Source: an optimization exercise on an open RTL-to-GDS flow (aim: small area, a short achievable clock period and few clock cycles per item). Production flows keep margins and buffers that such runs may drop.
Function was checked by simulation only, so behaviour that the tests miss may differ from the original.
Power and IR drop assume default switching activity.

## the previous run
==> flow/design.v (excerpt) <==
module gen_pair (
    input  wire        clk,
    input  wire        rst,           
    input  wire        load,
    input  wire [10:0] cfg_width,     
    input  wire [31:0] cfg_p0,
    input  wire [63:0] cfg_p1,
    input  wire [63:0] cfg_p2,
    output wire [1:0]  err,           
    input  wire        beat_ready,
    output wire        beat_valid,
    output wire [63:0] beat,
    output wire [31:0] beat_addr,
    output wire [31:0] beat_step
);
clock: 30.0 ns
lec_check: 0
abc_area: 1
cap_margin: 60
core_margin: 2
core_utilization: 50
place_density: 0.65
slew_margin: 60
standard.sh (not shown) runs the stock make flow with config.mk's settings and CLKGATE_MAP_FILE= SYNTH_SCRIPT=/design/flow/synth_recipe.tcl, a recipe that flattens the netlist after the stock synthesis.
==> flow/flow/run.sh <==
#!/bin/bash
# Layout flow: the standard flow (standard.sh) unchanged except for two
# optimisation settings. The clock, its period and the I/O constraints are
# the design's; every port still gets a buffer.
#  - the timing repair keeps a larger setup margin, so that it sizes and
#    buffers the longest paths instead of stopping once the 30 ns clock is met;
#  - the port buffers are buf_4 cells instead of the delay cells picked by
#    default.
export SETUP_SLACK_MARGIN=22.5
export BUFFER_PORTS_ARGS="-buffer_cell sky130_fd_sc_hd__buf_4"
bash standard.sh > standard.log 2>&1
Testbench counts of the previous run, summed over its fixed seeds: cycles 51,038, beats 48,947.
Input changes introduced in the current run (baseline for comparison: the previous run):
Settings: PLACE_DENSITY: 0.65 -> 0.6; CORE_UTILIZATION: 50 -> 45.
Results
- The previous run → the current run: depth of the critical timing path with buffers and inverters included flat, final cell count without fillers saw an increase, total non-filler cell area in the finished layout saw little to no change, worst hold slack flat.
- The current run vs the previous run on global-route wire length before repair: the current run is the higher one.
- The via count reported for the current run is lower than the one for the previous run.
- On total wire length: between the previous run and the current run, it ends up lower for the previous run.

========
gen_pair, a different RTL version from the one above (not shown whole).
Size: ~500 flip-flops, roughly 310 I/O pins, about 60,000 µm² of cells after synthesis.
// gen_pair
module gen_pair (
    input  wire        clk,
    input  wire        rst,           
    input  wire        load,
    input  wire [10:0] cfg_width,     
    input  wire [31:0] cfg_p0,
    input  wire [63:0] cfg_p1,
    input  wire [63:0] cfg_p2,
    output wire [1:0]  err,           
    input  wire        beat_ready,
    output wire        beat_valid,
    output wire [63:0] beat,
    output wire [31:0] beat_addr,
    output wire [31:0] beat_step
);
export LEC_CHECK = 0
export ABC_AREA = 1
export CAP_MARGIN = 20
export CORE_MARGIN = 2
export CORE_UTILIZATION = 45
export PLACE_DENSITY = 0.6
export SLEW_MARGIN = 20
create_clock -name core_clock -period 30.0 [get_ports {clk}]
==> flow/flow/run.sh <==
#!/bin/bash
# Layout flow: the standard flow (standard.sh) unchanged except for two
# optimisation settings. The clock, its period and the I/O constraints are
# the design's; every port still gets a buffer.
#  - the timing repair keeps a larger setup margin, so that it sizes and
#    buffers the longest paths instead of stopping once the 30 ns clock is met;
#  - the port buffers start as buf_1 cells instead of the delay cells picked
#    by default (the timing repair upsizes those on long paths).
# standard.sh writes each tool's log under orfs/logs; its own output goes to
# standard.log.
export SETUP_SLACK_MARGIN=21.6
export BUFFER_PORTS_ARGS="-buffer_cell sky130_fd_sc_hd__buf_1"
bash standard.sh > standard.log 2>&1
The starting point finished with max-capacitance violations, max-slew violations left.
Testbench counts at the start, summed over its fixed seeds: cycles 51,038, beats 48,947.
Edit:
==> flow/flow/run.sh (replaced) <==
#!/bin/bash
# Layout flow: the standard flow (standard.sh) unchanged except for two
# optimisation settings. The clock, its period and the I/O constraints are
# the design's; every port still gets a buffer.
#  - the timing repair keeps a larger setup margin, so that it sizes and
#    buffers the longest paths instead of stopping once the 30 ns clock is met;
#  - the port buffers are buf_4 cells instead of the delay cells picked by
#    default.
export SETUP_SLACK_MARGIN=22.5
export BUFFER_PORTS_ARGS="-buffer_cell sky130_fd_sc_hd__buf_4"
bash standard.sh > standard.log 2>&1
CAP_MARGIN = 60   (was 20)
SLEW_MARGIN = 60   (was 20)
After rerunning: The new run ran to the end with no violations; register-to-register slack gains 0.86 ns; die area does not change; sequential power is about the same; power climbs by 3.8%; wire length drops by about 3.6%; global-route usage drops by 1.5 points; synthesized cell count stays the same; critical path depth climbs by 1.

separate check: timing with driven ports:
How much do the figures lean on ideal ports? The routed layouts below were timed once more, with nothing changed but the port constraints.
Step 1 sets driving cells, clkbuf_16 on the clock port and buf_2 on the other inputs (assumed; they add their load-dependent delay and slew).
Step 2, shift: input delay + t, output delay - t, t = (earliest + latest rising clock arrival at the registers) / 2. This alone moves slack from input paths to output paths.
Slacks: ideal ports / drivers / drivers and shift; pairs: ideal ports / drivers.
| run | t (ns) | setup slack, ns | worst hold slack (ns) | worst setup path after step 2 | cell pins on the clock port's net |
|---|---|---|---|---|---|
| the previous run | 0.784 | 21.846 / 21.887 / 21.102 | 0.473 / 0.473 / 0.473 | input to register | 1 |
| the current run | 0.790 | 21.881 / 21.918 / 21.127 | 0.475 / 0.475 / 0.475 | input to register | 1 |
| the first run of note 2 | 0.774 | 21.591 / 21.649 / 20.876 | 0.477 / 0.477 / 0.477 | input to register | 1 |
| the second run of note 2 | 0.764 | 21.420 / 21.471 / 20.707 | 0.474 / 0.474 / 0.474 | input to register | 1 |
The setup slack of the current run, which loses most, moves by +0.037 ns with the drivers and by -0.754 ns with both steps.
